Background: an optimization exercise with open tools, aiming at small area, a short achievable clock period and few clock cycles. Do not read the settings as production practice.
Only simulation tests tie the RTL to the original design; equivalence was not proved.

==> flow/design.v (excerpt) <==
module q9_dotacc (
    input  wire         clk,
    input  wire         rst,
    input  wire         in_valid,
    output wire         in_ready,
    input  wire         in_first,
    input  wire         in_last,
    input  wire         in_fmt,
    input  wire [127:0] in_w,
    input  wire [127:0] in_a,
    input  wire [15:0]  in_sw,
    input  wire [15:0]  in_sa,
    output reg          out_valid,
    output wire [31:0]  out_acc,
    output wire         out_nsc,
    output wire         out_of
);
    reg         r0_v, r0_first, r0_last, r0_fmt;
    reg [31:0]  r0_ps;
    reg [95:0]  r0_wm, r0_am;
    reg [15:0]  r0_sw, r0_sa;
    reg rdy;
    assign in_ready = rdy;
    integer i;
    always @(posedge clk) begin
        r0_v     <= ~rst & in_valid & in_ready;
        rdy      <= rst | ~(in_valid & in_ready & in_fmt);
        r0_first <= in_first;
        r0_last  <= in_last;
        r0_fmt   <= in_fmt;
        r0_sw    <= in_sw;
        r0_sa    <= in_sa;
        for (i = 0; i < 32; i = i + 1) begin
            r0_ps[i]         <= in_w[4*i+3] ^ in_a[4*i+3];
  ...
Size: roughly 330 I/O pins, about 39000 um2 of cells after synthesis.
==> module q9_acc_add, before the edit <==
module q9_acc_add (
    input  wire        [31:0] acc,
    input  wire               c_nan,
    input  wire               c_sign,
    input  wire        [18:0] c_sig,
    input  wire signed [9:0]  c_k,
    output reg         [31:0] res,
    output reg                ovf
);
    wire [7:0]  a_e   = acc[30:23];
    wire        a_nz  = (a_e != 8'd0);
    wire        a_max = (a_e == 8'hFF);
    wire        a_nan = a_max & (acc[22:0] != 23'd0);
    wire        a_inf = a_max & (acc[22:0] == 23'd0);
    wire [23:0] a_sig = {a_nz, acc[22:0]};
    wire [7:0]  a_e1  = {a_e[7:1], a_e[0] | ~a_nz};
    wire [23:0] c_s24 = {c_sig, 5'd0};
    wire signed [10:0] d_ac = $signed({3'd0, a_e1}) - $signed({c_k[9], c_k});
    wire signed [10:0] d_ca = $signed({c_k[9], c_k}) - $signed({3'd0, a_e1});
    wire        a_ge  = (a_sig >= c_s24);
    wire        e_gt  = ($signed({2'd0, a_e1}) > c_k);
    wire        e_eq  = ({2'd0, a_e1} == c_k);
    wire        a_big = e_gt | (e_eq & a_ge);
    wire [10:0] d     = a_big ? d_ac : d_ca;
    wire [4:0]  sh    = (d > 11'd27) ? 5'd27 : d[4:0];
    wire [23:0] big_sig = a_big ? a_sig : c_s24;
    wire [23:0] sml_sig = a_big ? c_s24 : a_sig;
    wire        s_big   = a_big ? acc[31] : c_sign;
    wire        s_sml   = a_big ? c_sign : acc[31];
    wire [9:0]  eb_big  = a_big ? {2'd0, a_e1} - 10'd1 : c_k - 10'd1;
    wire [26:0] al0 = {sml_sig, 3'd0};
    wire [26:0] al1 = sh[4] ? {16'd0, al0[26:17], al0[16:0] != 17'd0}  : al0;
    wire [26:0] al2 = sh[3] ? { 8'd0, al1[26:9],  al1[8:0]  != 9'd0}   : al1;
    wire [26:0] al3 = sh[2] ? { 4'd0, al2[26:5],  al2[4:0]  != 5'd0}   : al2;
    wire [26:0] al4 = sh[1] ? { 2'd0, al3[26:3],  al3[2:0]  != 3'd0}   : al3;
    wire [26:0] s_al = sh[0] ? { 1'd0, al4[26:2], al4[1:0]  != 2'd0}   : al4;
    wire [26:0] b_al = {big_sig, 3'd0};
    wire        sub  = s_big ^ s_sml;
    wire [27:0] x    = {1'b0, b_al} + ({1'b0, s_al} ^ {28{sub}}) + {27'd0, sub};
    wire        neg  = sub & x[27];
    wire        s_lo = (s_al[2:0] != 3'd0);
    wire [27:0] m    = neg ? {1'b0, ~x[26:3], s_al[2:0]} : x;
    wire        sgn  = neg ? s_sml : s_big;
    wire        zero = ~neg & (x == 28'd0);
    wire [26:0] bar  = (eb_big > 10'd26) ? 27'd0 : (27'h4000000 >> eb_big[4:0]);
    wire [26:0] xb   = x[26:0] | bar;
    reg [4:0] ls;
    integer i;
    always @(*) begin
        ls = 5'd27;
        for (i = 0; i < 27; i = i + 1)
            if (xb[i]) ls = 5'd26 - i[4:0];
    end
    wire [26:0] xn   = x[26:0] << ls;
    wire [26:0] mn   = neg ? m[26:0] : xn;
    wire [23:0] kept = m[27] ? m[27:4] : mn[26:3];
    wire        g    = m[27] ? m[3]    : mn[2];
    wire        st   = m[27] ? (m[2:0] != 3'd0) : (mn[1:0] != 2'd0);
    wire        up   = (g & (st | kept[0])) | (neg & ~s_lo);
    wire [24:0] kinc = {1'b0, kept} + 25'd1;
    wire [24:0] kr   = up ? kinc : {1'b0, kept};
    wire [9:0]  e_base = m[27] ? eb_big + 10'd1 : eb_big - {5'd0, ls};
    wire [9:0]  e_fld  = e_base + {8'd0, kr[24:23]};
    wire        e_ovf  = (e_base >= 10'd255) | ((e_base == 10'd254) & (kr[24] | kr[23]))
                       | ((e_base == 10'd253) & kr[24]);
    always @(*) begin
        ovf = 1'b0;
        if (c_nan | a_nan) begin
            res = 32'h7FC0_0000;
        end else if (a_inf) begin
            res = acc;
        end else if (zero) begin
            res = 32'h0000_0000;
        end else if (e_ovf) begin
            res = {sgn, 8'hFF, 23'd0};
            ovf = 1'b1;
        end else begin
            res = {sgn, e_fld[7:0], kr[22:0]};
        end
    end
endmodule
export LEC_CHECK = 0
export ABC_AREA = 1
export CAP_MARGIN = 20
export CORE_MARGIN = 2
export CORE_UTILIZATION = 70
export CTS_CLUSTER_DIAMETER = 300
export CTS_CLUSTER_SIZE = 22
export SLEW_MARGIN = 20
create_clock -name core_clock -period 90.0 [get_ports {clk}]
standard.sh (not shown) runs the stock make flow with config.mk's settings and CLKGATE_MAP_FILE= SYNTH_SCRIPT=/design/flow/synth_recipe.tcl, a recipe that flattens the netlist after the stock synthesis.
==> flow/flow/run.sh <==
#!/bin/bash
# The standard layout (the standard.sh) with three changes to how it is
# built:
#  - synthesis is the standard synthesis script run with Yosys's synth
#    -noabc and with the final ABC mapping of combinational logic done by
#    flow/q9_abc.script (an area-oriented script) -- see flow/q9_synth.tcl;
#  - every input and output port is buffered by sky130_fd_sc_hd__buf_1 instead
#    of the cell buffer_ports picks by default (clkdlybuf4s50_1);
#  - clock tree synthesis runs with the flow's usual arguments plus
#    -dont_use_dummy_load, with sinks clustered 22 at a time within 300 um.
# Each tool's output goes to the ORFS logs under orfs/logs; this script's own
# output goes to flow_run.log in the folder it runs in.
set -euo pipefail
export Q9_WORK="$PWD"
export Q9_ABC_SCRIPT="$PWD/flow/q9_abc.script"
bash standard.sh \
  "SYNTH_SCRIPT=$PWD/flow/q9_synth.tcl" \
  "BUFFER_PORTS_ARGS=-buffer_cell sky130_fd_sc_hd__buf_1" \
  "CTS_ARGS=-sink_clustering_enable -repair_clock_nets -sink_clustering_size 22 -sink_clustering_max_diameter 300 -dont_use_dummy_load" \
  finish > flow_run.log 2>&1
==> flow/flow/q9_abc.script <==
strash
dch
amap
strash
dch
amap
topo
stime -c
buffer -c
upsize -c
dnsize -c
==> flow/flow/q9_synth.tcl <==
# The standard synthesis (its synth_recipe.tcl, read and run as it is) with
# two changes:
#  - Yosys's synth runs with -noabc as well as -nofsm -noshare, so the quick
#    ABC pass inside synth's fine step is skipped and full adders are
#    extracted from the logic as written, without the inverters that pass
#    leaves around them;
#  - the final ABC technology mapping of combinational logic uses
#    flow/q9_abc.script, an area-oriented script, instead of ORFS's
#    abc_area.script.
# Registers are mapped before ABC and are not passed to it, so they are the
# standard synthesis's; the design is flattened and renamed as synth_recipe.tcl
# does.
proc abc {args} {
    set i [lsearch -exact $args -script]
    if {$i >= 0} {
        set args [lreplace $args [expr {$i + 1}] [expr {$i + 1}] $::env(Q9_ABC_SCRIPT)]
    }
    puts "q9_synth: abc with $::env(Q9_ABC_SCRIPT)"
    yosys abc {*}$args
}
set q9_f [open $::env(Q9_WORK)/synth_recipe.tcl]
set q9_text [read $q9_f]
close $q9_f
set q9_text [string map {"yosys synth -nofsm -noshare" "yosys synth -nofsm -noshare -noabc"} $q9_text]
eval $q9_text
The baseline went through all stages and came out clean.
Testbench counts at the start, summed over its fixed seeds: cycles 46,863.
Change:
--- a/flow/design.v
+++ b/flow/design.v
@@ -532,12 +532,9 @@
     wire [7:0]  a_e1  = {a_e[7:1], a_e[0] | ~a_nz};
     wire [23:0] c_s24 = {c_sig, 5'd0};
     wire signed [10:0] d_ac = $signed({3'd0, a_e1}) - $signed({c_k[9], c_k});
-    wire signed [10:0] d_ca = $signed({c_k[9], c_k}) - $signed({3'd0, a_e1});
     wire        a_ge  = (a_sig >= c_s24);
-    wire        e_gt  = ($signed({2'd0, a_e1}) > c_k);
-    wire        e_eq  = ({2'd0, a_e1} == c_k);
-    wire        a_big = e_gt | (e_eq & a_ge);
-    wire [10:0] d     = a_big ? d_ac : d_ca;
+    wire        a_big = ~d_ac[10] & ((d_ac != 11'd0) | a_ge);
+    wire [10:0] d     = d_ac[10] ? -d_ac : d_ac;
     wire [4:0]  sh    = (d > 11'd27) ? 5'd27 : d[4:0];
     wire [23:0] big_sig = a_big ? a_sig : c_s24;
     wire [23:0] sml_sig = a_big ? c_s24 : a_sig;
The new run finished clean.
Worst hold slack got worse by 0.0046 ns.
Clock-buffer cell count stays the same.
Setup slack got worse by 0.056 ns.
Final area shrinks by 0.42%.
Critical path depth stays the same.
Testbench counts after the change, summed over its fixed seeds: cycles 46,863.

Another version of the RTL of q9_dotacc (not shown whole).
Size in the first run: roughly 400 flip-flops.
==> module q9_contrib, before the edit <==
module q9_contrib (
    input  wire signed [13:0] s,
    input  wire               qf4,
    input  wire        [7:0]  sw,
    input  wire        [7:0]  sa,
    output wire               c_nan,
    output wire               c_sign,
    output wire        [18:0] c_sig,
    output wire signed [9:0]  c_k
);
    wire [12:0] s_abs = s[13] ? -s[12:0] : s[12:0];
    wire [3:0] sig_w = qf4 ? {(sw[7:3] != 5'd0), sw[2:0]} : 4'd1;
    wire [3:0] sig_a = qf4 ? {(sa[7:3] != 5'd0), sa[2:0]} : 4'd1;
    wire [4:0] ew    = (sw[7:3] == 5'd0) ? 5'd1 : sw[7:3];
    wire [4:0] ea    = (sa[7:3] == 5'd0) ? 5'd1 : sa[7:3];
    wire [7:0]  sig_prod = sig_w * sig_a;
    wire [18:0] mag      = s_abs * sig_prod;
    wire signed [10:0] e_lsb = qf4 ? ($signed({6'd0, ew}) + $signed({6'd0, ea}) - 11'sd38)
                                   : ($signed({3'd0, sw}) + $signed({3'd0, sa}) - 11'sd256);
    reg [4:0] lz;
    integer i;
    always @(*) begin
        lz = 5'd19;
        for (i = 0; i < 19; i = i + 1)
            if (mag[i]) lz = 5'd18 - i[4:0];
    end
    wire zero = (mag == 19'd0);
    assign c_nan  = (sw == 8'hFF) | (sa == 8'hFF);
    assign c_sign = s[13] & ~zero;
    assign c_sig  = mag << lz;
    wire signed [10:0] k_raw = e_lsb + 11'sd145 - $signed({6'd0, lz});
    assign c_k    = (zero | (k_raw < -11'sd32)) ? -10'sd32
                  : (k_raw > 11'sd256) ? 10'sd256 : k_raw[9:0];
endmodule
==> module q9_acc_add, before the edit <==
module q9_acc_add (
    input  wire        [31:0] acc,
    input  wire               c_nan,
    input  wire               c_sign,
    input  wire        [18:0] c_sig,
    input  wire signed [9:0]  c_k,
    output reg         [31:0] res,
    output reg                ovf
);
    wire [7:0]  a_e   = acc[30:23];
    wire        a_nz  = (a_e != 8'd0);
    wire        a_max = (a_e == 8'hFF);
    wire        a_nan = a_max & (acc[22:0] != 23'd0);
    wire        a_inf = a_max & (acc[22:0] == 23'd0);
    wire [23:0] a_sig = {a_nz, acc[22:0]};
    wire [7:0]  a_e1  = {a_e[7:1], a_e[0] | ~a_nz};
    wire [23:0] c_s24 = {c_sig, 5'd0};
    wire signed [10:0] d_ac = $signed({3'd0, a_e1}) - $signed({c_k[9], c_k});
    wire signed [10:0] d_ca = $signed({c_k[9], c_k}) - $signed({3'd0, a_e1});
    wire        a_ge  = (a_sig >= c_s24);
    wire        e_gt  = ($signed({2'd0, a_e1}) > c_k);
    wire        e_eq  = ({2'd0, a_e1} == c_k);
    wire        a_big = e_gt | (e_eq & a_ge);
    wire [10:0] d     = a_big ? d_ac : d_ca;
    wire [4:0]  sh    = (d > 11'd27) ? 5'd27 : d[4:0];
    wire [23:0] big_sig = a_big ? a_sig : c_s24;
    wire [23:0] sml_sig = a_big ? c_s24 : a_sig;
    wire        s_big   = a_big ? acc[31] : c_sign;
    wire        s_sml   = a_big ? c_sign : acc[31];
    wire [9:0]  eb_big  = a_big ? {2'd0, a_e1} - 10'd1 : c_k - 10'd1;
    wire [26:0] al0 = {sml_sig, 3'd0};
    wire [26:0] al1 = sh[4] ? {16'd0, al0[26:17], al0[16:0] != 17'd0}  : al0;
    wire [26:0] al2 = sh[3] ? { 8'd0, al1[26:9],  al1[8:0]  != 9'd0}   : al1;
    wire [26:0] al3 = sh[2] ? { 4'd0, al2[26:5],  al2[4:0]  != 5'd0}   : al2;
    wire [26:0] al4 = sh[1] ? { 2'd0, al3[26:3],  al3[2:0]  != 3'd0}   : al3;
    wire [26:0] s_al = sh[0] ? { 1'd0, al4[26:2], al4[1:0]  != 2'd0}   : al4;
    wire [26:0] b_al = {big_sig, 3'd0};
    wire        sub  = s_big ^ s_sml;
    wire [27:0] x    = {1'b0, b_al} + ({1'b0, s_al} ^ {28{sub}}) + {27'd0, sub};
    wire        neg  = sub & x[27];
    wire        s_lo = (s_al[2:0] != 3'd0);
    wire [27:0] m    = neg ? {1'b0, ~x[26:3], s_al[2:0]} : x;
    wire        sgn  = neg ? s_sml : s_big;
    wire        zero = ~neg & (x == 28'd0);
    wire [26:0] bar  = (eb_big > 10'd26) ? 27'd0 : (27'h4000000 >> eb_big[4:0]);
    wire [26:0] xb   = x[26:0] | bar;
    reg [4:0] ls;
    integer i;
    always @(*) begin
        ls = 5'd27;
        for (i = 0; i < 27; i = i + 1)
            if (xb[i]) ls = 5'd26 - i[4:0];
    end
    wire [26:0] xn   = x[26:0] << ls;
    wire [26:0] mn   = neg ? m[26:0] : xn;
    wire [23:0] kept = m[27] ? m[27:4] : mn[26:3];
    wire        g    = m[27] ? m[3]    : mn[2];
    wire        st   = m[27] ? (m[2:0] != 3'd0) : (mn[1:0] != 2'd0);
    wire        up   = (g & (st | kept[0])) | (neg & ~s_lo);
    wire [24:0] kr   = {1'b0, kept} + {24'd0, up};
    wire [9:0]  e_base = m[27] ? eb_big + 10'd1 : eb_big - {5'd0, ls};
    wire [9:0]  e_fld  = e_base + {8'd0, kr[24:23]};
    wire        e_ovf  = (e_base >= 10'd255) | ((e_base == 10'd254) & (kr[24] | kr[23]))
                       | ((e_base == 10'd253) & kr[24]);
    always @(*) begin
        ovf = 1'b0;
        if (c_nan | a_nan) begin
            res = 32'h7FC0_0000;
        end else if (a_inf) begin
            res = acc;
        end else if (zero) begin
            res = 32'h0000_0000;
        end else if (e_ovf) begin
            res = {sgn, 8'hFF, 23'd0};
            ovf = 1'b1;
        end else begin
            res = {sgn, e_fld[7:0], kr[22:0]};
        end
    end
endmodule
export LEC_CHECK = 0
export ABC_AREA = 1
export CAP_MARGIN = 20
export CORE_MARGIN = 2
export CORE_UTILIZATION = 70
export CTS_CLUSTER_DIAMETER = 300
export CTS_CLUSTER_SIZE = 22
export SLEW_MARGIN = 20
create_clock -name core_clock -period 90.0 [get_ports {clk}]
==> flow/flow/run.sh <==
#!/bin/bash
# The standard layout (the standard.sh) with three changes to how it is
# built:
#  - synthesis is the standard synthesis script with the final ABC
#    mapping of combinational logic done by flow/q9_abc.script (an
#    area-oriented script) -- see flow/q9_synth.tcl;
#  - every input and output port is buffered by sky130_fd_sc_hd__buf_1 instead
#    of the cell buffer_ports picks by default (clkdlybuf4s50_1);
#  - clock tree synthesis runs with the flow's usual arguments plus
#    -dont_use_dummy_load, with sinks clustered 22 at a time within 300 um.
# Each tool's output goes to the ORFS logs under orfs/logs; this script's own
# output goes to flow_run.log in the folder it runs in.
set -euo pipefail
export Q9_WORK="$PWD"
export Q9_ABC_SCRIPT="$PWD/flow/q9_abc.script"
bash standard.sh \
  "SYNTH_SCRIPT=$PWD/flow/q9_synth.tcl" \
  "BUFFER_PORTS_ARGS=-buffer_cell sky130_fd_sc_hd__buf_1" \
  "CTS_ARGS=-sink_clustering_enable -repair_clock_nets -sink_clustering_size 22 -sink_clustering_max_diameter 300 -dont_use_dummy_load" \
  finish > flow_run.log 2>&1
==> flow/flow/q9_abc.script <==
strash
dc2
dch -f
map -a
topo
stime -c
buffer -c
upsize -c
dnsize -c
==> flow/flow/q9_synth.tcl <==
# The standard synthesis (its synth_recipe.tcl, sourced unchanged), with
# one change: the final ABC technology mapping of the combinational logic uses
# flow/q9_abc.script, an area-oriented script, instead of ORFS's
# abc_area.script. Registers are mapped before that step and are not passed
# to ABC, so they are the standard synthesis's.
proc abc {args} {
    set i [lsearch -exact $args -script]
    if {$i >= 0} {
        set args [lreplace $args [expr {$i + 1}] [expr {$i + 1}] $::env(Q9_ABC_SCRIPT)]
    }
    puts "q9_synth: abc with $::env(Q9_ABC_SCRIPT)"
    yosys abc {*}$args
}
source $::env(Q9_WORK)/synth_recipe.tcl
Testbench counts at the start, summed over its fixed seeds: cycles 46,863.
Rerun with:
--- a/flow/design.v
+++ b/flow/design.v
@@ -496,6 +496,6 @@
     wire [4:0] ew    = (sw[7:3] == 5'd0) ? 5'd1 : sw[7:3];
     wire [4:0] ea    = (sa[7:3] == 5'd0) ? 5'd1 : sa[7:3];
-    wire [7:0]  sig_prod = sig_w * sig_a;
-    wire [18:0] mag      = s_abs * sig_prod;
+    wire [16:0] mag_w    = s_abs * sig_w;
+    wire [18:0] mag      = mag_w * sig_a;
     wire signed [10:0] e_lsb = qf4 ? ($signed({6'd0, ew}) + $signed({6'd0, ea}) - 11'sd38)
                                    : ($signed({3'd0, sw}) + $signed({3'd0, sa}) - 11'sd256);
@@ -574,5 +574,6 @@
     wire        st   = m[27] ? (m[2:0] != 3'd0) : (mn[1:0] != 2'd0);
     wire        up   = (g & (st | kept[0])) | (neg & ~s_lo);
-    wire [24:0] kr   = {1'b0, kept} + {24'd0, up};
+    wire [24:0] kinc = {1'b0, kept} + 25'd1;
+    wire [24:0] kr   = up ? kinc : {1'b0, kept};
     wire [9:0]  e_base = m[27] ? eb_big + 10'd1 : eb_big - {5'd0, ls};
     wire [9:0]  e_fld  = e_base + {8'd0, kr[24:23]};
The changed run finished clean.
Wire length rises by a few percent.
Core utilization rises by 0.68 points.
Clock-buffer cell count does not change.
Cell count hardly moves.
Register-to-register slack is better by 2100 ps.
Setup slack is worse by 26 ps.
Testbench counts after the change, summed over its fixed seeds: cycles 46,863.

-- port drivers added, routing unchanged --
How much do the figures lean on ideal ports? The routed layouts below were timed once more, with nothing changed but the port constraints. Step 1 sets driving cells, clkbuf_16 on the clock port and buf_2 on the other inputs (assumed; they add their load-dependent delay and slew). Step 2 also shifts input and output timing later by t, the mid clock arrival at the registers, as if the neighbouring blocks saw the same clock. Three values: no drivers, after step 1, after step 2; two values: the first two.
run	shift t [ns]	setup slack, ns	latest minus earliest clock arrival (ns)	worst data-port slew with drivers (ns)
the first run of note 1	0.625	70.898 / 70.833 / 71.456	0.020 / 0.021	0.06
the second run of note 1	0.622	70.841 / 70.777 / 71.399	0.069 / 0.070	0.09
the first run of note 2	0.624	70.891 / 70.829 / 71.453	0.017 / 0.018	0.05
the second run of note 2	0.633	70.865 / 70.802 / 71.435	0.025 / 0.025	0.06
After both steps setup and hold are still met in every run listed.
